Source: an optimization exercise on an open RTL-to-GDS flow (aim: small area, a short achievable clock period and few clock cycles per item). Production flows keep margins and buffers that such runs may drop. Function was checked by simulation only, so behaviour that the tests miss may differ from the original.

--- design/flow/config.mk ---
export PLATFORM = sky130hd
export DESIGN_NAME = fp8_dot16_acc
export DESIGN_NICKNAME = fp8_dot16_acc
export VERILOG_FILES = /design/flow/design.v
export SDC_FILE = /design/flow/constraint.sdc
export NUM_CORES = 4
export LEC_CHECK = 0
export ABC_AREA = 1
export CAP_MARGIN = 20
export CELL_PAD_IN_SITES_DETAIL_PLACEMENT = 0
export CELL_PAD_IN_SITES_GLOBAL_PLACEMENT = 1
export CORE_MARGIN = 2
export CORE_UTILIZATION = 60
export CTS_CLUSTER_DIAMETER = 100
export CTS_CLUSTER_SIZE = 30
export PLACE_DENSITY = 0.72
export SLEW_MARGIN = 20
--- design/flow/constraint.sdc ---
create_clock -name core_clock -period 36.0 [get_ports {clk}]
set_input_delay 7.2000 -clock core_clock [delete_from_list [all_inputs] [get_ports {clk}]]
set_output_delay 7.2000 -clock core_clock [all_outputs]
set_load 0.01 [all_outputs]
--- design/flow/design.v ---
module fp8_mul (
    input  wire [7:0] ca, cw,
    input  wire       afp, wfp,
    output wire [8:0] x,         
    output wire [5:0] pe,        
    output wire       spc        
);
    wire       za = (ca[6:3] == 4'd0) & ~(afp & ca[2]);
    wire       zw = (cw[6:3] == 4'd0) & ~(wfp & cw[2]);
    wire [3:0] a  = {~afp & (~za | ca[2]), za ? ca[1] : (afp | ca[2]),
                     za ? ca[0] : ca[1], ~za & ca[0]};
    wire [3:0] b  = {~wfp & (~zw | cw[2]), zw ? cw[1] : (wfp | cw[2]),
                     zw ? cw[0] : cw[1], ~zw & cw[0]};
    wire [4:0] fa = afp ? ca[6:2] : {1'b0, ca[6:3]};
    wire [4:0] fw = wfp ? cw[6:2] : {1'b0, cw[6:3]};
    wire [7:0] r0 = {4'd0, a & {4{b[0]}}};
    wire [7:0] r1 = {3'd0, a & {4{b[1]}}, 1'b0};
    wire [7:0] r2 = {2'd0, a & {4{b[2]}}, 2'b0};
    wire [7:0] r3 = {1'd0, a & {4{b[3]}}, 3'b0};
    wire [7:0] s1 = r0 ^ r1 ^ r2;
    wire [7:0] c1 = ((r0 & r1) | (r0 & r2) | (r1 & r2)) << 1;
    wire [7:0] s2 = s1 ^ c1 ^ r3;
    wire [7:0] c2 = ((s1 & c1) | (s1 & r3) | (c1 & r3)) << 1;
    wire [7:0] p  = s2 + c2;
    wire       s  = ca[7] ^ cw[7];
    assign x   = s ? (9'd0 - {1'b0, p}) : {1'b0, p};
    assign pe  = fa + fw;
    assign spc = (afp ? (ca[6:2] == 5'h1F) : (ca[6:0] == 7'h7F))
               | (wfp ? (cw[6:2] == 5'h1F) : (cw[6:0] == 7'h7F));
endmodule
module fp8_row (
    input  wire [8:0]  x,
    input  wire [5:0]  pe,
    output wire [70:0] row,
    output wire [7:0]  oh        
);
    wire [15:0] y  = {{7{x[8]}}, x} << pe[2:0];
    wire [15:0] yf = {~y[15], y[14:0]};
    assign oh = 8'd1 << pe[5:3];
    genvar j;
    generate
        for (j = 0; j < 71; j = j + 1) begin : g_bit
            localparam integer Q = j / 8;
            localparam integer R = j % 8;
            if (Q == 0) begin : g_q0
                assign row[j] = oh[0] & yf[R];
            end else if (Q == 8) begin : g_q8
                assign row[j] = oh[7] & yf[R+8];
            end else begin : g_qn
                assign row[j] = (oh[Q] & yf[R]) | (oh[Q-1] & yf[R+8]);
            end
        end
    endgenerate
endmodule
module csa_tree17 (
    input  wire [1135:0] rows,
    input  wire [70:0]   late,
    output wire [70:0]   oa, ob
);
    function [141:0] csa;
        input [70:0] a, b, c;
        reg   [70:0] s, cy;
        begin
            s   = a ^ b ^ c;
            cy  = (a & b) | (a & c) | (b & c);
            csa = {cy[69:0], 1'b0, s};
        end
    endfunction
    wire [70:0] row [0:15];
    wire [70:0] l1 [0:10];
    wire [70:0] l2 [0:8];
    wire [70:0] l3 [0:5];
    wire [70:0] l4 [0:3];
    wire [70:0] l5 [0:2];
    genvar k;
    generate
        for (k = 0; k < 16; k = k + 1) begin : g_r
            assign row[k] = rows[71*k +: 71];
        end
        for (k = 0; k < 5; k = k + 1) begin : g_l1
            assign {l1[2*k+1], l1[2*k]} = csa(row[3*k], row[3*k+1], row[3*k+2]);
        end
        assign l1[10] = row[15];
        for (k = 0; k < 3; k = k + 1) begin : g_l2
            assign {l2[2*k+1], l2[2*k]} = csa(l1[3*k], l1[3*k+1], l1[3*k+2]);
        end
        assign l2[6] = l1[9];
        assign l2[7] = l1[10];
        assign l2[8] = late;
        for (k = 0; k < 3; k = k + 1) begin : g_l3
            assign {l3[2*k+1], l3[2*k]} = csa(l2[3*k], l2[3*k+1], l2[3*k+2]);
        end
        for (k = 0; k < 2; k = k + 1) begin : g_l4
            assign {l4[2*k+1], l4[2*k]} = csa(l3[3*k], l3[3*k+1], l3[3*k+2]);
        end
        assign {l5[1], l5[0]} = csa(l4[0], l4[1], l4[2]);
        assign l5[2] = l4[3];
        assign {ob, oa} = csa(l5[0], l5[1], l5[2]);
    endgenerate
endmodule
module popcnt16 (
    input  wire [15:0] v,
    output wire [4:0]  n
);
    wire s0 = v[0] ^ v[1] ^ v[2],    c0 = (v[0] & v[1]) | (v[0] & v[2]) | (v[1] & v[2]);
    wire s1 = v[3] ^ v[4] ^ v[5],    c1 = (v[3] & v[4]) | (v[3] & v[5]) | (v[4] & v[5]);
    wire s2 = v[6] ^ v[7] ^ v[8],    c2 = (v[6] & v[7]) | (v[6] & v[8]) | (v[7] & v[8]);
    wire s3 = v[9] ^ v[10] ^ v[11],  c3 = (v[9] & v[10]) | (v[9] & v[11]) | (v[10] & v[11]);
    wire s4 = v[12] ^ v[13] ^ v[14], c4 = (v[12] & v[13]) | (v[12] & v[14]) | (v[13] & v[14]);
    wire a  = s0 ^ s1 ^ s2,  a2 = (s0 & s1) | (s0 & s2) | (s1 & s2);
    wire b  = s3 ^ s4 ^ v[15], b2 = (s3 & s4) | (s3 & v[15]) | (s4 & v[15]);
    wire c  = c0 ^ c1 ^ c2,  c4x = (c0 & c1) | (c0 & c2) | (c1 & c2);
    wire d2 = a & b;
    wire e2 = a2 ^ b2 ^ c,   e4 = (a2 & b2) | (a2 & c) | (b2 & c);
    wire f2 = c3 ^ c4 ^ d2,  f4 = (c3 & c4) | (c3 & d2) | (c4 & d2);
    wire g4 = e2 & f2;
    wire h4 = c4x ^ e4 ^ f4, h8 = (c4x & e4) | (c4x & f4) | (e4 & f4);
    wire i8 = h4 & g4;
    assign n = {h8 & i8, h8 ^ i8, h4 ^ g4, e2 ^ f2, a ^ b};
endmodule
module bk_prefix #(parameter N = 71, parameter L = 7) (
    input  wire [N-1:0] g, p,
    output wire [N-1:0] G, P
);
    wire [N-1:0] gu [0:L];
    wire [N-1:0] pu [0:L];
    assign gu[0] = g;
    assign pu[0] = p;
    genvar l, i;
    generate
        for (l = 0; l < L; l = l + 1) begin : g_up
            for (i = 0; i < N; i = i + 1) begin : g_b
                if (((i + 1) % (2 << l)) == 0) begin : g_op
                    assign gu[l+1][i] = gu[l][i] | (pu[l][i] & gu[l][i - (1 << l)]);
                    assign pu[l+1][i] = pu[l][i] & pu[l][i - (1 << l)];
                end else begin : g_pass
                    assign gu[l+1][i] = gu[l][i];
                    assign pu[l+1][i] = pu[l][i];
                end
            end
        end
    endgenerate
    wire [N-1:0] gd [0:L];
    wire [N-1:0] pd [0:L];
    assign gd[L] = gu[L];
    assign pd[L] = pu[L];
    generate
        for (l = L - 1; l >= 0; l = l - 1) begin : g_dn
            for (i = 0; i < N; i = i + 1) begin : g_b
                if (((i + 1) % (2 << l)) == (1 << l) && i >= (2 << l)) begin : g_op
                    assign gd[l][i] = gd[l+1][i] | (pd[l+1][i] & gd[l+1][i - (1 << l)]);
                    assign pd[l][i] = pd[l+1][i] & pd[l+1][i - (1 << l)];
                end else begin : g_pass
                    assign gd[l][i] = gd[l+1][i];
                    assign pd[l][i] = pd[l+1][i];
                end
            end
        end
    endgenerate
    assign G = gd[0];
    assign P = pd[0];
endmodule
module c_cmp(input [70:0] a, b, output [69:0] mag, output [69:0] s1, output neg);
    wire [70:0] p = a ^ b;
    wire [70:0] G, P;
    bk_prefix #(71, 7) u (.g(a & b), .p(p), .G(G), .P(P));
    wire [70:0] c0 = {G[69:0], 1'b0};
    wire [70:0] c1 = {G[69:0] | P[69:0], 1'b1};
    assign neg = p[70] ^ c1[70];
    assign mag = p[69:0] ^ (neg ? ~c0[69:0] : c1[69:0]);
    assign s1  = p[69:0] ^ c1[69:0];
endmodule
module clz70 (
    input  wire [69:0] v,
    output wire [6:0]  n
);
    wire [71:0] w = {v, 2'b11};
    wire [8:0]  nz;
    wire [2:0]  g [0:8];
    genvar q;
    generate
        for (q = 0; q < 9; q = q + 1) begin : g_grp
            wire [7:0] b = w[71 - 8*q -: 8];
            assign nz[q] = |b;
            assign g[q] = b[7] ? 3'd0 : b[6] ? 3'd1 : b[5] ? 3'd2 : b[4] ? 3'd3 :
                          b[3] ? 3'd4 : b[2] ? 3'd5 : b[1] ? 3'd6 : 3'd7;
        end
    endgenerate
    reg [6:0] r;
    integer   i;
    always @* begin
        r = {4'd8, g[8]};
        for (i = 7; i >= 0; i = i - 1)
            if (nz[i]) r = {i[3:0], g[i]};
    end
    assign n = r;
endmodule
module sum_round (
    input  wire [69:0] mag,
    input  wire [6:0]  lz,
    input  wire        stk,       
    input  wire [1:0]  nfmt,      
    output wire [30:0] tpk
);
    wire [69:0] s64 = lz[6] ? {mag[5:0], 64'd0} : mag;
    wire [69:0] s32 = lz[5] ? {s64[37:0], 32'd0} : s64;
    wire [69:0] s16 = lz[4] ? {s32[53:0], 16'd0} : s32;
    wire [69:0] s8  = lz[3] ? {s16[61:0], 8'd0} : s16;
    wire [69:0] s4  = lz[2] ? {s8[65:0], 4'd0} : s8;
    wire [69:0] s2  = lz[1] ? {s4[67:0], 2'd0} : s4;
    wire [69:0] s1  = lz[0] ? {s2[68:0], 1'd0} : s2;
    wire        rup = s1[45] & (stk | s1[46]);
    wire [7:0]  ex  = 8'd162 + {nfmt, 3'd0} - {6'd0, nfmt} - {1'b0, lz};
    assign tpk = {ex, s1[68:46]} + {30'd0, rup};
endmodule
module ctz24 (
    input  wire [23:0] v,
    output reg  [4:0]  n
);
    function [2:0] ctz8;
        input [7:0] b;
        ctz8 = b[0] ? 3'd0 : b[1] ? 3'd1 : b[2] ? 3'd2 : b[3] ? 3'd3 :
               b[4] ? 3'd4 : b[5] ? 3'd5 : b[6] ? 3'd6 : 3'd7;
    endfunction
    always @* begin
        if (|v[7:0])        n = {2'd0, ctz8(v[7:0])};
        else if (|v[15:8])  n = {2'd1, ctz8(v[15:8])};
        else if (|v[23:16]) n = {2'd2, ctz8(v[23:16])};
        else                n = 5'd24;
    end
endmodule
module clz28 (
    input  wire [27:0] v,
    output reg  [4:0]  n
);
    wire [31:0] w = {v, 4'b1000};
    function [2:0] clz8;
        input [7:0] b;
        clz8 = b[7] ? 3'd0 : b[6] ? 3'd1 : b[5] ? 3'd2 : b[4] ? 3'd3 :
               b[3] ? 3'd4 : b[2] ? 3'd5 : b[1] ? 3'd6 : 3'd7;
    endfunction
    always @* begin
        if (|w[31:24])      n = {2'd0, clz8(w[31:24])};
        else if (|w[23:16]) n = {2'd1, clz8(w[23:16])};
        else if (|w[15:8])  n = {2'd2, clz8(w[15:8])};
        else                n = {2'd3, clz8(w[7:0])};
    end
endmodule
module fadd_cmp (
    input  wire [31:0] av, tv,
    output wire        ge,
    output wire [7:0]  da, dt
);
    wire [7:0] ae = (av[30:23] == 8'd0) ? 8'd1 : av[30:23];
    wire [7:0] te = (tv[30:23] == 8'd0) ? 8'd1 : tv[30:23];
    assign ge = av[30:0] >= tv[30:0];
    assign da = ae - te;
    assign dt = te - ae;
endmodule
module fadd_order (
    input  wire [31:0] av, tv,
    input  wire        ge,
    input  wire [7:0]  da, dt,
    output wire        xs, sub,
    output wire [7:0]  xe, d,
    output wire [23:0] xm, ym
);
    wire        az  = av[30:23] == 8'd0;
    wire        tz  = tv[30:23] == 8'd0;
    wire [7:0]  ae  = az ? 8'd1 : av[30:23];
    wire [7:0]  te  = tz ? 8'd1 : tv[30:23];
    assign d   = ge ? da : dt;
    assign xe  = ge ? ae : te;
    assign xs  = ge ? av[31] : tv[31];
    assign sub = av[31] ^ tv[31];
    assign xm  = ge ? {~az, av[22:0]} : {~tz, tv[22:0]};
    assign ym  = ge ? {~tz, tv[22:0]} : {~az, av[22:0]};
endmodule
module fadd_add (
    input  wire [23:0] xm, ym,
    input  wire [7:0]  d,
    input  wire        sub,
    output wire [27:0] r
);
    wire [26:0] ysh = (d >= 8'd27) ? 27'd0 : ({ym, 3'b000} >> d[4:0]);
    wire [4:0]  tzn;
    ctz24 u_tz (.v(ym), .n(tzn));
    wire        yst = (ym != 24'd0) & ({3'd0, tzn} + 8'd3 < d);
    wire [27:0] yal = {1'b0, ysh[26:1], ysh[0] | yst};
    wire [27:0] xal = {1'b0, xm, 3'b000};
    wire [28:0] aa  = {xal, 1'b1};
    wire [28:0] bb  = {yal ^ {28{sub}}, sub};
    wire [28:0] G, P;
    bk_prefix #(29, 5) u_add (.g(aa & bb), .p(aa ^ bb), .G(G), .P(P));
    wire [28:0] sm  = (aa ^ bb) ^ {G[27:0], 1'b0};
    assign      r   = sm[28:1];
endmodule
module fadd_norm (
    input  wire [27:0] r,
    input  wire [7:0]  xe,
    input  wire        xs, nan, pass,
    output reg  [31:0] res
);
    wire [27:0] mark = (xe < 8'd28) ? (28'h8000000 >> xe[4:0]) : 28'd0;
    wire [4:0]  slz;
    clz28 u_lz (.v(r | mark), .n(slz));
    wire        rz = (r == 28'd0);
    reg  [7:0]  sh;
    reg  [27:0] rn;
    reg  [8:0]  fld;
    reg         rup;
    reg  [31:0] rpk;
    always @* begin
        sh  = {3'd0, slz};
        rn  = r << sh[4:0];
        fld = rn[27] ? ({1'b0, xe} + 9'd1 - {1'b0, sh}) : 9'd0;
        rup = rn[3] & ((|rn[2:0]) | rn[4]);
        rpk = {fld, rn[26:4]} + {31'd0, rup};
        if (nan)                                 res = 32'h7FC00000;
        else if (rz)                             res = 32'd0;
        else if (!pass && rpk[31:23] >= 9'd255)  res = {xs, 31'h7F7FFFFF};
        else                                     res = {xs, rpk[30:0]};
    end
endmodule
module fp8_dot16_acc (
    input  wire         clk,
    input  wire         rst,         
    input  wire         in_valid,
    input  wire         in_clr,      
    input  wire         in_afp,      
    input  wire         in_wfp,      
    input  wire [127:0] in_act,      
    input  wire [127:0] in_wgt,      
    input  wire [31:0]  in_acc,      
    output reg          out_valid,
    output reg  [31:0]  out_result,  
    output reg          out_nan      
);
    reg         v0, clr0, afp0, wfp0;
    reg [127:0] act0, wgt0;
    reg [31:0]  acc0;
    always @(posedge clk) begin
        v0   <= rst ? 1'b0 : in_valid;
        clr0 <= in_clr;
        afp0 <= in_afp;
        wfp0 <= in_wfp;
        act0 <= in_act;
        wgt0 <= in_wgt;
        acc0 <= in_acc;
    end
    wire [143:0] xA;
    wire [95:0]  eA;
    wire [15:0]  spc;
    genvar k;
    generate
        for (k = 0; k < 16; k = k + 1) begin : g_a
            fp8_mul u_mul (.ca(act0[8*k +: 8]), .cw(wgt0[8*k +: 8]), .afp(afp0), .wfp(wfp0),
                           .x(xA[9*k +: 9]), .pe(eA[6*k +: 6]), .spc(spc[k]));
        end
    endgenerate
    reg         v1, clr1, nan1;
    reg [1:0]   nf1;
    reg [31:0]  acc1;
    reg [143:0] x1;
    reg [95:0]  e1;
    always @(posedge clk) begin
        v1   <= rst ? 1'b0 : v0;
        clr1 <= clr0;
        nan1 <= |spc;
        nf1  <= {1'b0, ~afp0} + {1'b0, ~wfp0};
        acc1 <= acc0;
        x1   <= xA;
        e1   <= eA;
    end
    wire [1135:0] rows;
    wire [127:0]  oh;
    wire [34:0]   cnt;
    wire [70:0]   corr = {cnt[34:30], 3'd0, cnt[29:25], 3'd0, cnt[24:20], 3'd0,
                          cnt[19:15], 3'd0, cnt[14:10], 3'd0, cnt[9:5], 3'd0,
                          cnt[4:0], 15'd0};
    wire [70:0]   csa_a, csa_b;
    generate
        for (k = 0; k < 16; k = k + 1) begin : g_b
            fp8_row u_row (.x(x1[9*k +: 9]), .pe(e1[6*k +: 6]), .row(rows[71*k +: 71]),
                           .oh(oh[8*k +: 8]));
        end
    endgenerate
    generate
        for (k = 0; k < 7; k = k + 1) begin : g_cnt
            wire [15:0] col;
            genvar t;
            for (t = 0; t < 16; t = t + 1) begin : g_col
                assign col[t] = oh[8*t + k];
            end
            popcnt16 u_cnt (.v(col), .n(cnt[5*k +: 5]));
        end
    endgenerate
    csa_tree17 u_tree (.rows(rows), .late(~corr), .oa(csa_a), .ob(csa_b));
    reg         v2, clr2, nan2;
    reg [1:0]   nf2;
    reg [31:0]  acc2;
    reg [70:0]  ca2, cb2;
    always @(posedge clk) begin
        v2   <= rst ? 1'b0 : v1;
        clr2 <= clr1;
        nan2 <= nan1;
        nf2  <= nf1;
        acc2 <= acc1;
        ca2  <= csa_a;
        cb2  <= csa_b;
    end
    wire [69:0] mag, s1;
    wire        neg;
    c_cmp u_add (.a(ca2), .b(cb2), .mag(mag), .s1(s1), .neg(neg));
    wire [6:0]  lz, tz;
    clz70 u_lz (.v(mag), .n(lz));
    wire [69:0] rev;
    generate
        for (k = 0; k < 70; k = k + 1) begin : g_rev
            assign rev[k] = s1[69 - k];
        end
    endgenerate
    clz70 u_tz (.v(rev), .n(tz));
    reg         v3, clr3, nan3, neg3;
    reg [6:0]   tz3;
    reg [1:0]   nf3;
    reg [31:0]  acc3;
    reg [69:0]  mag3;
    reg [6:0]   lz3;
    always @(posedge clk) begin
        v3   <= rst ? 1'b0 : v2;
        clr3 <= clr2;
        nan3 <= nan2;
        nf3  <= nf2;
        acc3 <= acc2;
        neg3 <= neg;
        mag3 <= mag;
        lz3  <= lz;
        tz3  <= tz;
    end
    wire        stk3 = ({1'b0, tz3} + {1'b0, lz3}) <= 8'd44;
    wire [30:0] tpk;
    sum_round u_round (.mag(mag3), .lz(lz3), .stk(stk3), .nfmt(nf3), .tpk(tpk));
    wire        tzero = lz3[6] & lz3[2] & lz3[1];          
    wire        pass  = ~clr3 & (acc3[30:23] == 8'hFF);
    wire [31:0] av    = clr3 ? 32'd0 : acc3;
    wire [31:0] tv    = (pass | tzero) ? 32'd0 : {neg3, tpk};
    wire        ge;
    wire [7:0]  da, dt;
    fadd_cmp u_cmp (.av(av), .tv(tv), .ge(ge), .da(da), .dt(dt));
    reg         v4, nan4, pass4, ge4;
    reg [31:0]  av4, tv4;
    reg [7:0]   da4, dt4;
    always @(posedge clk) begin
        v4    <= rst ? 1'b0 : v3;
        nan4  <= nan3;
        pass4 <= pass;
        ge4   <= ge;
        av4   <= av;
        tv4   <= tv;
        da4   <= da;
        dt4   <= dt;
    end
    wire        xs, sub;
    wire [7:0]  xe, d;
    wire [23:0] xm, ym;
    fadd_order u_ord (.av(av4), .tv(tv4), .ge(ge4), .da(da4), .dt(dt4), .xs(xs), .sub(sub),
                      .xe(xe), .d(d), .xm(xm), .ym(ym));
    wire [27:0] r;
    fadd_add u_fadd (.xm(xm), .ym(ym), .d(d), .sub(sub), .r(r));
    reg         v5, nan5, pass5, xs5;
    reg [27:0]  r5;
    reg [7:0]   xe5;
    always @(posedge clk) begin
        v5    <= rst ? 1'b0 : v4;
        nan5  <= nan4;
        pass5 <= pass4;
        xs5   <= xs;
        r5    <= r;
        xe5   <= xe;
    end
    wire [31:0] res;
    fadd_norm u_norm (.r(r5), .xe(xe5), .xs(xs5), .nan(nan5), .pass(pass5), .res(res));
    always @(posedge clk) begin
        out_valid  <= rst ? 1'b0 : v5;
        out_nan    <= nan5;
        out_result <= res;
    end
endmodule
--- design/flow/flow/run.sh ---
#!/bin/bash
# Standard layout, with the port buffers made of buf_2 cells instead of
# the default buffer choice, and without the generic abc pass inside
# yosys's coarse synthesis (the full adders are then extracted from the
# plain XOR/majority logic; registers are unchanged).
set -e
export BUFFER_PORTS_ARGS="-buffer_cell sky130_fd_sc_hd__buf_2"
export SYNTH_ARGS="-noabc"
bash standard.sh > standard_flow.log 2>&1
--- design/flow/standard.sh ---
#!/bin/bash
# synth_recipe.tcl (not shown) runs the flow's synth.tcl, then flattens the netlist and writes it again
# the make line also repeats each setting of config.mk as NAME=value (left out here)
make -C /OpenROAD-flow-scripts/flow DESIGN_CONFIG=/design/flow/config.mk WORK_HOME=/design/flow/orfs CLKGATE_MAP_FILE= SYNTH_SCRIPT=/design/flow/synth_recipe.tcl "${@:-finish}"
==> impl_metrics.toml, run 1 <==
[run_status]
run_status = "complete, no violations"

[sta]
worst-slew-pin-transition_ps = 1250
rsz0062_at_grt = "no"
timing.final.crit_share_pct = 23.3
finalCriticalPeriod_ps = 8400
timing.final.ws_setup_ps = 27600
timing.fmax_mhz = 119
setup_tns_ps = 0
drv_slew = 0
relSlewSlack_pct = 16.1
worst_clock_skew_ps = 43.3
timing_hold_violations_final = 0
final-setup-viol-count = 0

[route]
vias = 86002
residual_drc_count = 0
detailedRoute.firstPassIterationCount = 14
top_signal_layer_used = "met5"
drt_first_iter_violations = 11972
routed_wire_length_per_instance_um = 26.6
viasPerCell = 6.36
antenna_left = 0
met1Wirelength_um = 128000
routed-wl-met3_um = 54000
overall_routed_net_length_um = 359000
wl_met2_um = 143000

[placement]
hpwlAfterDp_um = 287000
gpl.final_weighted_congestion = 1.23
port_buffers = 327
placement.setup.worst_slack_ps = 28360

[setup_path]
critPathCaptureType = "primary output"
reg2reg_to = "da4[6]$_DFF_P_"
crit_buf_inv = 1
critical_path.endpoint = "out_result[0]"
r2r-start = "lz3[6]$_SDFF_PP0_"
critical_path.max_fanout = 1
rr_worst_depth = 40
timing.critical_path.max_delay_family = "flip-flops"
worstPathArrival_ps = 1200
cp-startpoint = "out_result[0]$_SDFF_PP0_"
crit_type = "reg -> out"
worst-path-stages = 1
crit_chain = "buf_2"
max_stage_delay_ps = 340
timing.critical_path.slowest_stage_cell = "dfxtp_1"
reg2reg_slack_ps = 28460
worstSetupStartpointType = "register"
worst_ep_required_time_ps = 28800

[floorplan]
dieArea_um2 = 157000
initial_utilization_pct = 60.2
height_of_the_die_um = 397
core_region_area_um2 = 154000
floorplan.die.width_um = 397
io_pins = 328
placement_rows = 144

[cts]
cts.repair_timing.setup_buffer_count = 0
reg_clk_slew_reported_paths_ps = 120
postCtsResizedCells = 0
clock_path_buffers = 3
clock_sinks = 1025
holdBufCountCts = 0
h-tree-depth = 2
cts_buffers = 46
tritoncts_clock_tree = "done"
clkLatencyLatePin_ps = 730
ctsRootBufferMaster = "clkbuf_16"

[synthesis]
synth.largest_area_cell = "fa_1"
synth_flop_cell = "dfxtp_1"
syn_area_per_cell_um2 = 8.09
syn_inst = 11433
postSynthNetCount = 13404
synth_cell_type_count = 71
synth_enable_flop_cells = 0
synth_area_leaders = "fa_1 (26%), dfxtp_1 (22%), nand2_1 (7.7%), ha_1 (6.3%), inv_1 (6.0%)"
ys.warnings.count = 8
ys_ff_latch = 1025
synth_largest_type_area_fraction_pct = 26.2
synth-seq-area-share_pct = 22.2
syn_area_um2 = 92500
postSynth.asyncResetShare_pct = 0

[layout]
final_cell_mix = "nand2_1 (1897), inv_1 (1479), fa_1 (1210)"
layout_area_overhead_pct = 4.75
layout.cells.most_common = "nand2_1"
layout-drive-gt1-share_pct = 5.29
filler_cell_count = 13523
total_number_of_nets_in_the_final_design = 13419

[global_route]
gr-total-overflow = 0
number_of_antenna_violations_at_the_first_check_in_global_routing = 18
grt_pass1_vias = 80740
grt_start_max_net_pins = 99
grt_usage_pct = 44.5
grt_pass1_wl_um = 516000

[job]
timing.max_cap.violations = 0

[hold_path]
hp-class = "reg -> reg"
## area by class of cell
cell class | count | area, µm² | area share [%]
clock inverter | 17 | 295 | 0.305
inverter | 1513 | 5680 | 5.86
multi-input combinational | 8505 | 64800 | 66.8
antenna | 11 | 27.5 | 0.0284
timing repair buffer | 357 | 1860 | 1.92
tap | 2044 | 2560 | 2.64
sequential | 1025 | 20500 | 21.2
clock buffer | 52 | 1220 | 1.26
## through the flow
stage	util (%)	cells	hold slack [ps]	instance area, µm²
global route	63.1	13517	335	96900
detailed placement	62.0	13444	312	95400
global placement	62.0	13444	311	95400
floorplan	-	11433	310	92500
CTS	63.0	13513	321	96900
finish	63.1	13524	327	96900
## worst min-delay path by stage
stage / startpoint / to / cells after the start / slack [ps]
2_1_floorplan: acc0[0]$_DFF_P_ / acc1[0]$_DFF_P_ / 0 / 310
3_3_place_gp: acc2[26]$_DFF_P_ / acc3[26]$_DFF_P_ / 0 / 310
3_5_place_dp: acc0[12]$_DFF_P_ / acc1[12]$_DFF_P_ / 0 / 310
4_1_cts: acc2[5]$_DFF_P_ / acc3[5]$_DFF_P_ / 0 / 320
5_1_grt: acc2[29]$_DFF_P_ / acc3[29]$_DFF_P_ / 0 / 340
6_report: acc2[5]$_DFF_P_ / acc3[5]$_DFF_P_ / 0 / 330
## worst register-to-register path, delay by kind of cell (launching register included)
kind            cells  cell delay, ps
buf+inv             9            1520
compound gates     13            2620
xor+xnor            1             150
simple gates       13            1700
fa+ha+maj           4            1060
flops               1             450
## cell usage after synthesis (6+ instances only)
library cell     n
or2_2           31
nor2_2          15
o21a_1          12
o21ai_0        714
fa_1          1210
nand2_1       1897
mux2i_1         48
nand3b_1        12
nand2_4          6
o221ai_1         7
ha_1           467
nor3_1         220
buf_6           12
o22ai_1        881
nor2_1        1125
o31ai_1         16
o21bai_1        20
a21o_1          20
nand4_1         89
o21ai_1         74
buf_1           22
xnor2_1         96
a22o_1          11
clkinv_1        15
o211ai_1        32
o32ai_1          6
nor2_4          10
nand2_2         30
dfxtp_1       1025
a31oi_1        108
nor4_1          30
nand3_1        561
a21oi_1        297
buf_4           18
inv_1         1480
a22oi_1         26
a21oi_2         26
nand3_2         20
clkbuf_1       313
xor2_1         320
buf_2           23
and2_1           9
inv_2           17
nor3b_1         16
## per-layer routing
metal,track usage (%),up-vias
li1,-,37707
met1,52.9,40573
met2,62.6,6018
met3,21.7,1646
met4,29.8,58
met5,7.08,-
## flip-flops by register name, summed over array words and instances, names as in the netlist, 28 cells and up
signal / cells
acc2: 32
out_result: 32
tv4: 32
cb2: 69
r5: 28
av4: 32
mag3: 69
acc3: 32
act0: 128
wgt0: 128
e1: 96
acc0: 32
ca2: 71
acc1: 32
x1: 144
## kinds of logic after synthesis
kind of cell,share of synthesized area (%)
AOI/OAI and AO/OA,14.4
xor gates and xnor gates,3.94
adders and majority gates,32.5
buffers and inverters,7.93
DFF,22.2
muxes,0.519
other,0.00405
and+or+nand+nor,18.6
Testbench counts, summed over its fixed seeds: cycles 16,056, items 16,000.
==> inputs of run 2 (changes only) <==
==> design/flow/flow/run.sh (replaced) <==
#!/bin/bash
# Standard layout, with the port buffers made of buf_2 cells instead of
# the default buffer choice, without the generic abc pass inside yosys's
# coarse synthesis (the full adders are then extracted from the plain
# XOR/majority logic; registers are unchanged), and with the resizer's
# setup repair aimed at an 8.2 ns cycle instead of only the 36 ns clock.
set -e
export BUFFER_PORTS_ARGS="-buffer_cell sky130_fd_sc_hd__buf_2"
export SYNTH_ARGS="-noabc"
export SETUP_SLACK_MARGIN=27.8
bash standard.sh > standard_flow.log 2>&1
--- a/design/flow/config.mk
+++ b/design/flow/config.mk
@@ -12,6 +12,4 @@
 export CORE_MARGIN = 2
-export CORE_UTILIZATION = 60
-export CTS_CLUSTER_DIAMETER = 100
-export CTS_CLUSTER_SIZE = 30
-export PLACE_DENSITY = 0.72
+export CORE_UTILIZATION = 50
+export PLACE_DENSITY = 0.65
 export SLEW_MARGIN = 20
==> run 2 against run 1 <==
Net effect: still clean; die area up 20%; synthesized area unchanged; cell count up 4.3%.
==> impl_metrics.toml, run 2 <==
[placement]
gpl.final_weighted_congestion = 1.12
placement.setup.worst_slack_ps = 28340
port_buffers = 327
hpwlAfterDp_um = 316000

[route]
top_signal_layer_used = "met5"
antenna_left = 0
overall_routed_net_length_um = 383000
residual_drc_count = 0
detailedRoute.firstPassIterationCount = 12
routed_wire_length_per_instance_um = 27.2
drt_first_iter_violations = 9647
wl_met2_um = 163000
routed-wl-met3_um = 45300
viasPerCell = 6.03
vias = 85084
met1Wirelength_um = 148000

[layout]
largest_register_ffs = 144
total_area_of_multi_input_combinational_cells_um2 = 64800
layout.cells.most_common = "nand2_1"
layout-drive-gt1-share_pct = 6.72
layout_area_overhead_pct = 8.21
final_cell_mix = "nand2_1 (1897), inv_1 (1479), fa_1 (1210)"
filler_cell_count = 17105
total_number_of_nets_in_the_final_design = 13503
largest_register = "x1"
seq_area_um2 = 20600
largestRegisters = "x1 (144), act0 (128), wgt0 (128)"

[sta]
relSlewSlack_pct = 12.3
drv_slew = 0
timing_hold_violations_final = 0
timing.final.ws_setup_ps = 27550
worst_clock_skew_ps = 51.4
final-setup-viol-count = 0
finalCriticalPeriod_ps = 8450
worst-slew-pin-transition_ps = 1320
timing.fmax_mhz = 118
rsz0062_at_grt = "yes"
worst_hold_margin_ps = 314
setup_tns_ps = 0
timing.final.crit_share_pct = 23.5

[floorplan]
placement_rows = 157
initial_utilization_pct = 50.4
io_pins = 328
floorplan.die.width_um = 434
height_of_the_die_um = 434
core_region_area_um2 = 183000
dieArea_um2 = 189000

[setup_path]
critical_path.max_fanout = 1
critPathCaptureType = "primary output"
worstPathArrival_ps = 1250
crit_buf_inv = 1
max_stage_delay_ps = 340
crit_chain = "buf_6"
worst-path-stages = 1
timing.critical_path.max_delay_family = "flip-flops"
timing.critical_path.slowest_stage_cell = "dfxtp_2"
crit_type = "reg -> out"
rr_worst_depth = 34
worstSetupStartpointType = "register"
worst_ep_required_time_ps = 28800

[hold_path]
hold_depth = 0
hp-class = "reg -> reg"

[job]
timing.max_cap.violations = 0

[cts]
tritoncts_clock_tree = "done"
clock_sinks = 1025
ctsRootBufferMaster = "clkbuf_16"
clkLatencyLatePin_ps = 810
cts_buffers = 109
reg_clk_slew_reported_paths_ps = 60
holdBufCountCts = 0
clock_path_buffers = 3
h-tree-depth = 3

[synthesis]
synth_area_leaders = "fa_1 (26%), dfxtp_1 (22%), nand2_1 (7.7%), ha_1 (6.3%), inv_1 (6.0%)"
syn_area_um2 = 92500
synth_cell_type_count = 71
yosys.cell_count.top_type = "nand2_1"
postSynthNetCount = 13404
postSynth.asyncResetShare_pct = 0
syn_area_per_cell_um2 = 8.09
synth.largest_area_cell = "fa_1"
synth_largest_type_area_fraction_pct = 26.2
ys_ff_latch = 1025
netlist_top_cells_count = "nand2_1 (1897), inv_1 (1480), fa_1 (1210), nor2_1 (1125), dfxtp_1 (1025)"
synth-seq-area-share_pct = 22.2
syn_inst = 11433
ys.warnings.count = 8
synth_enable_flop_cells = 0
synth_flop_cell = "dfxtp_1"

[global_route]
grt_usage_pct = 39.9
grt_pass1_wl_um = 544000
grt_start_max_net_pins = 99
grt_pass1_vias = 81147
gr-total-overflow = 0
number_of_antenna_violations_at_the_first_check_in_global_routing = 14

[run_status]
run_status = "complete, no violations"
run 2: cell counts after synthesis:
No cell type changed its count.
run 2: layer usage:
layer  up-vias  global-route usage (%)
li1      37945                       -
met1     41043                    50.1
met2      5060                    59.5
met3      1034                    13.8
met4         2                    23.0
met5         -                   0.286
run 2: final timing paths:
| path | start | end | slack [ps] |
|---|---|---|---|
| worst min-delay path | nan4$_DFF_P_ | nan5$_DFF_P_ | 310 |
| worst max-delay path | out_result[6]$_SDFF_PP0_ | out_result[6] | 27550 |
| worst max register to register | lz3[6]$_SDFF_PP0_ | da4[6]$_DFF_P_ | 28520 |
| worst min register to register | nan4$_DFF_P_ | nan5$_DFF_P_ | 310 |
run 2: through the flow:
stage               instances  utilization, %  area (µm²)
floorplan               11433               -       92500
CTS                     14091            54.5      100000
detailed placement      13885            52.4       96100
global placement        13883            52.3       96000
finish                  14104            54.6      100000
global route            14094            54.6      100000
run 2: cell families (layout without fill, tap and decap cells):
kind of cell	Yosys count	after routing	share of synthesized area (%)
compound gates	2285	2285	14.4
xor+xnor	416	416	3.94
fa+ha+maj	1677	1677	32.5
buf+inv	1903	2097	7.93
flops	1025	1025	22.2
mux	48	48	0.519
other cells	1	14	0.00405
simple gates	4078	4078	18.6
run 2: repair_timing:
action,4_1_cts,5_1_grt
endpoints found under the setup margin,34,34
pin swaps,0,0
setup buffers,0,0
gates resized for setup,16,20
run 2: cell type report:
| class | count | share of cell area [%] |
|---|---|---|
| Multi-Input combinational cell | 8505 | 64.7 |
| Sequential cell | 1025 | 20.5 |
| Inverter | 1513 | 5.67 |
| Clock buffer | 143 | 3.08 |
| Tap cell | 2464 | 3.08 |
| Timing Repair Buffer | 378 | 2.13 |
| Clock inverter | 63 | 0.750 |
| Antenna cell | 13 | 0.0325 |
==> inputs of run 3 (changes only) <==
==> design/flow/flow/run.sh (replaced) <==
#!/bin/bash
# Standard layout, with the port buffers made of buf_4 cells instead of
# the default buffer choice.
set -e
export BUFFER_PORTS_ARGS="-buffer_cell sky130_fd_sc_hd__buf_4"
bash standard.sh > standard_flow.log 2>&1
--- a/design/flow/config.mk
+++ b/design/flow/config.mk
@@ -9,7 +9,7 @@
 export CAP_MARGIN = 20
-export CELL_PAD_IN_SITES_DETAIL_PLACEMENT = 0
-export CELL_PAD_IN_SITES_GLOBAL_PLACEMENT = 1
+export CELL_PAD_IN_SITES_DETAIL_PLACEMENT = 1
+export CELL_PAD_IN_SITES_GLOBAL_PLACEMENT = 2
 export CORE_MARGIN = 2
-export CORE_UTILIZATION = 50
-export PLACE_DENSITY = 0.65
+export CORE_UTILIZATION = 30
+export PLACE_DENSITY = 0.5
 export SLEW_MARGIN = 20
==> run 3 against run 2 <==
Net effect: critical endpoint is now out_result[12]; highest routed layer unchanged; cell count increased by 22%; critical path type unchanged; wire length is 24% higher; largest cell class unchanged; critical path depth unchanged; cell area grew 8.4%; via count is 3.2% higher; die area increased by 73%; sequential share of layout area down 1.6 points.
==> impl_metrics.toml, run 3 <==
[hold_path]
hold_path_origin = "acc2[15]$_DFF_P_"
hp-class = "reg -> reg"

[sta]
final-setup-viol-count = 0
rsz0062_at_grt = "no"
finalCriticalPeriod_ps = 8570
drv_slew = 0
timing.final.crit_share_pct = 23.8
timing.fmax_mhz = 117
setup_tns_ps = 0
worst-slew-pin-transition_ps = 1240
timing_hold_violations_final = 0
worst_hold_margin_ps = 276
relSlewSlack_pct = 16.6
worst_clock_skew_ps = 90.3

[synthesis]
postSynth.asyncResetShare_pct = 0
yosys.cell_count.top_type = "inv_1"
postSynthNetCount = 14590
syn_area_um2 = 96700
synth-seq-area-share_pct = 21.2
netlist_top_cells_count = "inv_1 (2721), nand2_1 (2103), fa_1 (1210), dfxtp_1 (1024), nor2_1 (1003)"
syn_inst = 12631
synth.largest_area_cell = "fa_1"
synth_area_leaders = "fa_1 (25%), dfxtp_1 (21%), inv_1 (11%), nand2_1 (8.2%), ha_1 (5.9%)"
synth_flop_cell = "dfxtp_1"
ys_ff_latch = 1024
synth_cell_type_count = 69
ys.warnings.count = 8
synth_enable_flop_cells = 0
synth_largest_type_area_fraction_pct = 25.1
syn_area_per_cell_um2 = 7.66

[setup_path]
critical_path.max_fanout = 1
cp-startpoint = "out_result[12]$_SDFF_PP0_"
worstPathArrival_ps = 1370
crit_chain = "buf_4"
worstSetupStartpointType = "register"
r2r-start = "e1[47]$_DFF_P_"
reg2reg_slack_ps = 28570
crit_type = "reg -> out"
crit_buf_inv = 1
timing.critical_path.max_delay_family = "flip-flops"
critPathCaptureType = "primary output"
worst_ep_required_time_ps = 28800
timing.critical_path.slowest_stage_cell = "dfxtp_1"
max_stage_delay_ps = 330

[cts]
h-tree-depth = 3
clock_path_buffers = 4
reg_clk_slew_reported_paths_ps = 60
tritoncts_clock_tree = "done"
holdBufCountCts = 0
clkLatencyLatePin_ps = 920
clock_sinks = 1024
cts.repair_timing.setup_buffer_count = 0
cts_buffers = 125
ctsRootBufferMaster = "clkbuf_16"
postCtsResizedCells = 0

[placement]
port_buffers = 327
gpl.final_weighted_congestion = 1.02
hpwlAfterDp_um = 410000

[global_route]
grt_usage_pct = 28.5
grt_pass1_vias = 90898
grt_start_max_net_pins = 67
grt_pass1_wl_um = 667000
gr-total-overflow = 0
number_of_antenna_violations_at_the_first_check_in_global_routing = 19

[layout]
filler_cell_count = 38704
total_number_of_nets_in_the_final_design = 14811
layout_area_overhead_pct = 12.3
seq_area_um2 = 20500
layout.cells.most_common = "inv_1"
final_cell_mix = "inv_1 (2720), nand2_1 (2103), fa_1 (1210)"
layout-drive-gt1-share_pct = 6.37
largest_register = "x1"
total_area_of_multi_input_combinational_cells_um2 = 64400
largestRegisters = "x1 (144), act0 (128), wgt0 (128)"
largest_register_ffs = 144

[floorplan]
height_of_the_die_um = 572
core_region_area_um2 = 321000
io_pins = 328
initial_utilization_pct = 30.1
placement_rows = 208
floorplan.die.width_um = 572
dieArea_um2 = 327000

[route]
antenna_left = 0
detailedRoute.firstPassIterationCount = 8
viasPerCell = 5.09
vias = 87846
routed_wire_length_per_instance_um = 27.6
overall_routed_net_length_um = 476000
residual_drc_count = 0
drt_first_iter_violations = 6337

[run_status]
run_status = "complete, no violations"

[job]
timing.max_cap.violations = 0
==> run 3: changes by cell type after synthesis, moves of 18 or more <==
| cell | previous run | this run |
|---|---|---|
| nand2_2 | 30 | 10 |
| nand2_1 | 1897 | 2103 |
| a31oi_1 | 108 | 56 |
| o22ai_1 | 881 | 704 |
| a211oi_1 | 5 | 23 |
| nor2_1 | 1125 | 1003 |
| inv_1 | 1480 | 2721 |
| a21oi_1 | 297 | 274 |
| a22oi_1 | 26 | 199 |
| o21ai_0 | 714 | 776 |
| nand3_1 | 561 | 493 |
==> run 3: kinds of logic after synthesis <==
kind of cell	Yosys count	share of synthesized area [%]
AOI/OAI and AO/OA	2293	14.0
xor gates and xnor gates	412	3.73
adders and majority gates	1665	30.9
buffers and inverters	3148	12.3
DFF	1024	21.2
muxes	49	0.507
other	1	0.00388
and+or+nand+nor	4039	17.3
==> run 3: metrics by stage <==
stage               cells  instance area [µm²]  utilization, %  setup slack, ps
detailed placement  17030               104000            32.5            28370
floorplan           12631                96700               -            28470
finish              17263               109000            33.8            27430
CTS                 17255               109000            33.8            27340
global route        17256               109000            33.8            27340
global placement    17029               104000            32.5            28390
==> run 3: per-layer routing <==
layer,up-vias,global-route usage (%),wire length (µm)
met5,-,0,13
met4,2,12.5,24500
met3,598,4.08,27200
met2,2790,44.7,210000
met1,44098,38.7,214000
li1,40358,-,-
==> run 3: layout make-up <==
type                            instances  area share (%)
Antenna cell                            8          0.0184
Inverter                             2770            9.58
Clock buffer                          161            3.17
Sequential cell                      1024            18.9
Clock inverter                         64           0.818
Tap cell                             4305            4.96
Timing Repair Buffer                  472            3.26
Multi-Input combinational cell       8459            59.3
==> run 3: final timing paths <==
check / to / cells past startpoint
setup / recovery: out_result[12] / 1
hold / removal: acc3[15]$_DFF_P_ / 0
setup reg to reg: ca2[50]$_DFF_P_ / 20
hold reg to reg: acc3[15]$_DFF_P_ / 0
==> inputs of run 4 (changes only) <==
--- a/design/flow/design.v
+++ b/design/flow/design.v
@@ -452,3 +452,4 @@
     reg [31:0]  av4, tv4;
-    reg [7:0]   da4, dt4;
+    reg [7:0]   da4;
+    reg [7:1]   dt4;       
     always @(posedge clk) begin
@@ -461,3 +462,3 @@
         da4   <= da;
-        dt4   <= dt;
+        dt4   <= dt[7:1];
     end
@@ -466,3 +467,3 @@
     wire [23:0] xm, ym;
-    fadd_order u_ord (.av(av4), .tv(tv4), .ge(ge4), .da(da4), .dt(dt4), .xs(xs), .sub(sub),
+    fadd_order u_ord (.av(av4), .tv(tv4), .ge(ge4), .da(da4), .dt({dt4, da4[0]}), .xs(xs), .sub(sub),
                       .xe(xe), .d(d), .xm(xm), .ym(ym));
==> design/flow/flow/run.sh (replaced) <==
#!/bin/bash
# Standard layout with three changes:
#  - the port buffers are buf_2 cells instead of the default buffer choice;
#  - synthesis skips the generic abc pass inside yosys's coarse synthesis
#    (SYNTH_ARGS=-noabc), so the full adders are extracted from the plain
#    XOR/majority logic; the final abc mapping is unchanged;
#  - the flip-flops then keep the instance names of the standard synthesis
#    (run separately in refsyn/), whose kind suffix can differ.
# Each tool's output goes to a log file in this folder.
set -euo pipefail
export BUFFER_PORTS_ARGS="-buffer_cell sky130_fd_sc_hd__buf_2"
here=$PWD
res=orfs/results/sky130hd/fp8_dot16_acc/base

# reference: the standard synthesis, in its own work folder
mkline=$(grep '^make ' standard.sh | head -1)
mkline=$(echo "$mkline" | sed "s|WORK_HOME=[^ ]*|WORK_HOME=$here/refsyn|; s|\"\${@:-finish}\"|synth|")
eval "$mkline" > ref_synth.log 2>&1

# synthesis without the early abc pass
SYNTH_ARGS=-noabc bash standard.sh synth > synth.log 2>&1
python3 flow/rename_regs.py refsyn/results/sky130hd/fp8_dot16_acc/base/1_2_yosys.v $res/1_2_yosys.v > rename.log 2>&1
rm -f $res/1_synth.odb $res/1_synth.sdc
bash standard.sh synth > synth_odb.log 2>&1

# the rest of the standard flow
bash standard.sh > standard_flow.log 2>&1
==> design/flow/flow/rename_regs.py (new file) <==
#!/usr/bin/env python3
"""Give each flip-flop of a netlist the instance name the standard synthesis
gave the same register.  Yosys names a flip-flop <register>$_<kind>_, and the
kind suffix (for example SDFF_PP0 or SDFF_PN0) can differ between syntheses
of the same RTL; the register part does not.

usage: rename_regs.py reference.v netlist.v   (netlist.v is rewritten)"""
import re
import sys

FF = re.compile(r'^(\s*sky130_fd_sc_hd__df\w+\s+)(\\\S+)(\s*\()', re.M)


def base(name):
    i = name.rfind('$_')
    return name[:i] if i > 0 else name


ref = {}
for m in FF.finditer(open(sys.argv[1]).read()):
    ref.setdefault(base(m.group(2)), []).append(m.group(2))
for b, names in ref.items():
    if len(names) != 1:
        sys.exit('register %s is not unique in the reference' % b)

text = open(sys.argv[2]).read()
count = [0, 0]


def sub(m):
    name = m.group(2)
    new = ref.get(base(name), [name])[0]
    count[0] += 1
    if new != name:
        count[1] += 1
    return m.group(1) + new + m.group(3)


text = FF.sub(sub, text)
open(sys.argv[2], 'w').write(text)
print('flip-flops: %d, renamed: %d, reference: %d' % (count[0], count[1], len(ref)))
if count[0] != len(ref):
    sys.exit('flip-flop count differs from the reference')
--- a/design/flow/config.mk
+++ b/design/flow/config.mk
@@ -9,7 +9,7 @@
 export CAP_MARGIN = 20
-export CELL_PAD_IN_SITES_DETAIL_PLACEMENT = 1
-export CELL_PAD_IN_SITES_GLOBAL_PLACEMENT = 2
+export CELL_PAD_IN_SITES_DETAIL_PLACEMENT = 0
+export CELL_PAD_IN_SITES_GLOBAL_PLACEMENT = 1
 export CORE_MARGIN = 2
-export CORE_UTILIZATION = 30
-export PLACE_DENSITY = 0.5
+export CORE_UTILIZATION = 50
+export PLACE_DENSITY = 0.65
 export SLEW_MARGIN = 20
==> run 4 against run 3 <==
Net effect: synthesized cell count down 10%; die area down 43%; register-to-register slack worse by 180 ps; synthesized area down 4.8%; global-route usage up 11 points; critical path depth unchanged; cell count down 19%; non-clock buffer count down 79; first-iteration DRC count up 57%; critical path type unchanged; critical endpoint is now out_valid; highest routed layer unchanged.
==> impl_metrics.toml, run 4 <==
[run_status]
run_status = "complete, no violations"

[setup_path]
crit_chain = "buf_2"
cp-startpoint = "out_valid$_SDFF_PP0_"
crit_type = "reg -> out"
rr_worst_depth = 37
r2r-start = "lz3[6]$_SDFF_PP0_"
timing.critical_path.max_delay_family = "flip-flops"
critical_path.max_fanout = 1
worstPathArrival_ps = 1240
max_stage_delay_ps = 310
critPathCaptureType = "primary output"
reg2reg_slack_ps = 28390
reg2reg_to = "dt4[6]$_DFF_P_"
worstSetupStartpointType = "register"
crit_buf_inv = 1
timing.critical_path.slowest_stage_cell = "dfxtp_1"
worst_ep_required_time_ps = 28800

[placement]
hpwlAfterDp_um = 316000
gpl.final_weighted_congestion = 1.12
port_buffers = 327

[sta]
worst_clock_skew_ps = 79.0
timing.fmax_mhz = 118
worst-slew-pin-transition_ps = 1270
final-setup-viol-count = 0
setup_tns_ps = 0
drv_slew = 0
timing.final.crit_share_pct = 23.4
finalCriticalPeriod_ps = 8440
relSlewSlack_pct = 15.0
timing_hold_violations_final = 0
rsz0062_at_grt = "no"

[floorplan]
core_region_area_um2 = 183000
floorplan.die.width_um = 433
placement_rows = 157
initial_utilization_pct = 50.3
height_of_the_die_um = 433
dieArea_um2 = 188000
io_pins = 328

[layout]
layout_area_overhead_pct = 8.49
layout-drive-gt1-share_pct = 6.59
final_core_area_utilization_pct = 54.5
total_number_of_nets_in_the_final_design = 13459
largestRegisters = "x1 (144), act0 (128), wgt0 (128)"
layout.cells.most_common = "nand2_1"
final_cell_mix = "nand2_1 (1988), inv_1 (1428), fa_1 (1210)"
largest_register_ffs = 144
largest_register = "x1"

[global_route]
grt_usage_pct = 39.8
grt_pass1_vias = 80965
grt_pass1_wl_um = 541000
grt_start_max_net_pins = 84
gr-total-overflow = 0
number_of_antenna_violations_at_the_first_check_in_global_routing = 10

[synthesis]
synth-seq-area-share_pct = 22.3
ys.warnings.count = 8
synth.largest_area_cell = "fa_1"
syn_inst = 11371
syn_area_per_cell_um2 = 8.10
postSynthNetCount = 13342
synth_area_leaders = "fa_1 (26%), dfxtp_1 (22%), nand2_1 (8.1%), ha_1 (6.3%), o22ai_1 (6.0%)"
ys_ff_latch = 1024
netlist_top_cells_count = "nand2_1 (1990), inv_1 (1429), fa_1 (1210), nor2_1 (1079), dfxtp_1 (1024)"
syn_area_um2 = 92100
postSynth.asyncResetShare_pct = 0
synth_cell_type_count = 67
synth_flop_cell = "dfxtp_1"
synth_enable_flop_cells = 0
yosys.cell_count.top_type = "nand2_1"
synth_largest_type_area_fraction_pct = 26.3

[hold_path]
hold_path_origin = "acc1[2]$_DFF_P_"
timing.hold.worst_endpoint = "acc2[2]$_DFF_P_"
hold_depth = 0
hp-class = "reg -> reg"

[cts]
ctsRootBufferMaster = "clkbuf_16"
clock_sinks = 1024
h-tree-depth = 3
cts_buffers = 107
clkLatencyLatePin_ps = 810
clock_path_buffers = 3
reg_clk_slew_reported_paths_ps = 70
tritoncts_clock_tree = "done"
holdBufCountCts = 0
cts.repair_timing.setup_buffer_count = 0
postCtsResizedCells = 0

[route]
detailedRoute.firstPassIterationCount = 6
routed_wire_length_per_instance_um = 27.1
drt_first_iter_violations = 9935
overall_routed_net_length_um = 381000
vias = 84512
residual_drc_count = 0
antenna_left = 0
viasPerCell = 6.01

[job]
timing.max_cap.violations = 0
[run 4: cell count changes after synthesis, sizes merged, moves of 78 or more]
cell   change
a22oi    -171
inv     -1281
nand2    -106
nand3     +78
nor2      +84
o21ai    -119
o22ai    +178
[run 4: metal layers]
layer	GRT usage [%]	vias to the layer above	routed length [µm]
met3	11.3	923	41000
met4	24.1	6	28100
met1	50.6	41124	149000
met5	0	-	39
met2	60.0	4670	163000
li1	-	37789	-
[run 4: layout make-up]
class                   instances  area (µm²)
repair buffers                393        2130
fillers                     16985       83200
inverters                    1469        5520
multi-input cells            8493       64600
clock inverters                65        1040
well taps                    2464        3080
flip-flops and latches       1024       20500
clock buffers                 139        2990
diodes                          8        20.0
[run 4: kinds of logic after synthesis]
family / Yosys count / synth area share, %
flip-flops: 1024 / 22.3
multiplexers: 55 / 0.598
adder cells (fa/ha/maj): 1677 / 32.7
other: 1 / 0.00407
AND/OR/NAND/NOR: 4120 / 18.7
buffers and inverters: 1854 / 7.72
XOR/XNOR: 406 / 3.86
AO/OA/AOI/OAI: 2234 / 14.1
[run 4: worst max path at each step]
stage | endpoint | slack, ps | cells after the start
after global placement | out_result[22] | 28390 | 1
after CTS | out_result[6] | 27500 | 1
after floorplan | out_nan | 28470 | 0
after global routing | out_result[6] | 27520 | 1
after detailed placement | out_result[23] | 28370 | 1
final | out_valid | 27560 | 1
[run 4: metrics by stage]
stage	setup slack, ps	instances	area, µm²	hold WS (ps)
CTS	27500	14047	99800	297
finish	27560	14055	99900	302
floorplan	28470	11371	92100	310
global route	27520	14048	99800	306
detailed placement	28370	13843	95800	312
global placement	28390	13843	95700	311
Testbench counts of run 4, summed over its fixed seeds: cycles 16,056, items 16,000.
==> inputs of run 5 (changes only) <==
--- a/design/flow/config.mk
+++ b/design/flow/config.mk
@@ -12,4 +12,6 @@
 export CORE_MARGIN = 2
-export CORE_UTILIZATION = 50
-export PLACE_DENSITY = 0.65
+export CORE_UTILIZATION = 60
+export CTS_CLUSTER_DIAMETER = 80
+export CTS_CLUSTER_SIZE = 20
+export PLACE_DENSITY = 0.72
 export SLEW_MARGIN = 20
==> run 5 against run 4 <==
Net effect: via count grew 1.3%; critical path type unchanged; register-to-register slack gained 200 ps; worst hold slack gained 8.4 ps; still clean on timing, DRC and antenna; critical path depth is the same; utilization grew 9.4 points.
==> impl_metrics.toml, run 5 <==
[setup_path]
critical_path.max_fanout = 1
rr_worst_depth = 37
timing.critical_path.max_delay_family = "flip-flops"
reg2reg_slack_ps = 28590
crit_chain = "buf_2"
worstPathArrival_ps = 1150
max_stage_delay_ps = 330
worstSetupStartpointType = "register"
timing.critical_path.slowest_stage_cell = "dfxtp_1"
reg2reg_to = "dt4[6]$_DFF_P_"
r2r-start = "lz3[6]$_SDFF_PP0_"
worst_ep_required_time_ps = 28800
crit_buf_inv = 1
crit_type = "reg -> out"
critPathCaptureType = "primary output"

[route]
vias = 85621
detailedRoute.firstPassIterationCount = 17
antenna_left = 0
residual_drc_count = 0
drt_first_iter_violations = 11633
overall_routed_net_length_um = 353000
routed_wire_length_per_instance_um = 26.2
viasPerCell = 6.34

[sta]
finalCriticalPeriod_ps = 8350
final-setup-viol-count = 0
worst_hold_margin_ps = 310
drv_slew = 0
timing_hold_violations_final = 0
rsz0062_at_grt = "no"
worst-slew-pin-transition_ps = 1270
worst_clock_skew_ps = 34.9
timing.fmax_mhz = 120
timing.final.crit_share_pct = 23.2
setup_tns_ps = 0
timing.final.ws_setup_ps = 27650
relSlewSlack_pct = 14.4

[floorplan]
initial_utilization_pct = 60.5
floorplan.die.width_um = 396
core_region_area_um2 = 152000
placement_rows = 143
height_of_the_die_um = 396
dieArea_um2 = 157000
io_pins = 328

[layout]
layout-drive-gt1-share_pct = 5.51
largest_register = "x1"
total_number_of_nets_in_the_final_design = 13391
layout.cells.most_common = "nand2_1"
layout_area_overhead_pct = 5.59
largestRegisters = "x1 (144), act0 (128), wgt0 (128)"
final_core_area_utilization_pct = 63.9
largest_register_ffs = 144
final_cell_mix = "nand2_1 (1988), inv_1 (1428), fa_1 (1210)"

[cts]
clock_path_buffers = 3
reg_clk_slew_reported_paths_ps = 80
tritoncts_clock_tree = "done"
cts.repair_timing.setup_buffer_count = 0
clock_sinks = 1024
ctsRootBufferMaster = "clkbuf_16"
postCtsResizedCells = 0
clkLatencyLatePin_ps = 720
holdBufCountCts = 0
h-tree-depth = 3
cts_buffers = 71

[hold_path]
timing.hold.worst_endpoint = "acc3[24]$_DFF_P_"
hold_depth = 0
hp-class = "reg -> reg"
hold_path_origin = "acc2[24]$_DFF_P_"

[synthesis]
ys_ff_latch = 1024
netlist_top_cells_count = "nand2_1 (1990), inv_1 (1429), fa_1 (1210), nor2_1 (1079), dfxtp_1 (1024)"
postSynth.asyncResetShare_pct = 0
synth_flop_cell = "dfxtp_1"
synth-seq-area-share_pct = 22.3
syn_area_per_cell_um2 = 8.10
synth.largest_area_cell = "fa_1"
synth_area_leaders = "fa_1 (26%), dfxtp_1 (22%), nand2_1 (8.1%), ha_1 (6.3%), o22ai_1 (6.0%)"
synth_cell_type_count = 67
ys.warnings.count = 8
synth_largest_type_area_fraction_pct = 26.3
synth_enable_flop_cells = 0
syn_area_um2 = 92100
yosys.cell_count.top_type = "nand2_1"
postSynthNetCount = 13342
syn_inst = 11371

[placement]
gpl.final_weighted_congestion = 1.23
port_buffers = 327
hpwlAfterDp_um = 283000
placement.setup.worst_slack_ps = 28370

[run_status]
run_status = "complete, no violations"

[global_route]
grt_usage_pct = 44.2
grt_pass1_wl_um = 513000
gr-total-overflow = 0
grt_pass1_vias = 81374
grt_start_max_net_pins = 84
number_of_antenna_violations_at_the_first_check_in_global_routing = 24

[job]
timing.max_cap.violations = 0
==> run 5: cell types whose count changed in the layout (fill, tap and decap cells not counted), sizes merged <==
cell and delta:
clkinvlp -7, clkinv -17, buf -32, diode +8
clkbuf -60, bufinv -18, inv +4
==> run 5: worst max-delay path by stage <==
stage / startpoint / to / depth (start not counted)
6_report: out_result[28]$_SDFF_PP1_ / out_result[28] / 1
5_1_grt: out_valid$_SDFF_PP0_ / out_valid / 1
4_1_cts: out_result[28]$_SDFF_PP1_ / out_result[28] / 1
3_5_place_dp: out_result[25]$_SDFF_PP1_ / out_result[25] / 1
3_3_place_gp: out_result[25]$_SDFF_PP1_ / out_result[25] / 1
2_1_floorplan: out_nan$_DFF_P_ / out_nan / 0
==> run 5: cell type report <==
type,count,area (µm²)
clock buffer,79,1850
clock inverter,27,334
timing repair buffer,361,1890
fill,13368,54900
tap,2030,2540
inverter,1469,5520
antenna,16,40.0
multi-input combinational,8493,64500
sequential,1024,20500
==> run 5: logic make-up (layout without fill, tap and decap cells) <==
| family | after synthesis | count (layout) | share of synthesized area (%) |
|---|---|---|---|
| AOI/OAI and AO/OA | 2234 | 2234 | 14.1 |
| adders and majority gates | 1677 | 1677 | 32.7 |
| xor gates and xnor gates | 406 | 406 | 3.86 |
| muxes | 55 | 55 | 0.598 |
| and+or+nand+nor | 4120 | 4120 | 18.7 |
| other | 1 | 17 | 0.00407 |
| DFF | 1024 | 1024 | 22.3 |
| buffers and inverters | 1854 | 1936 | 7.72 |
==> run 5: routing by layer <==
layer  up-vias  part of all wire, %  GRT usage, %
li1      37607                    -             -
met1     40352                   35          51.0
met2      5921                   40          63.1
met3      1691                   15          22.4
met4        50                  9.3          30.1
met5         -                 0.44          7.85
==> run 5: per-stage QoR <==
stage / cell area [µm²] / instances
floorplan: 92100 / 11371
global placement: 94900 / 13377
detailed placement: 95000 / 13377
CTS: 97100 / 13483
global route: 97200 / 13487
finish: 97200 / 13499

[separate check: timing with driven ports]
The results above use ideal ports. As a check the final layouts listed here were re-extracted and re-timed, cells and wires unchanged. Step 1 (the two cells are an assumption about what drives the block):
set clk [get_ports {clk}]
set_driving_cell -lib_cell sky130_fd_sc_hd__clkbuf_16 $clk
set_driving_cell -lib_cell sky130_fd_sc_hd__buf_2 [delete_from_list [all_inputs] $clk]
Step 2 adds t to the input delays and takes it off the output delays; t is the mean of the earliest and latest rising clock arrival at the registers after step 1. Input paths then give back, and output paths get back, about the clock's delay inside the block. a / b / c = ideal ports / drivers / drivers and shift; a / b = the first two.
run | shift t [ns] | setup WS [ns] | worst register clock-pin slew, ns | worst data-port slew with drivers (ns) | cell pins on the clock port's net
run 1 | 0.801 | 27.595 / 27.511 / 28.312 | 0.12 / 0.12 | 0.04 | 1
run 2 | 0.892 | 27.552 / 27.448 / 28.340 | 0.08 / 0.08 | 0.05 | 1
run 3 | 0.986 | 27.427 / 27.315 / 28.301 | 0.09 / 0.09 | 0.05 | 1
run 4 | 0.861 | 27.560 / 27.472 / 28.334 | 0.07 / 0.07 | 0.05 | 1
run 5 | 0.782 | 27.647 / 27.563 / 28.345 | 0.09 / 0.09 | 0.06 | 1
After both steps setup and hold are still met in every run listed.
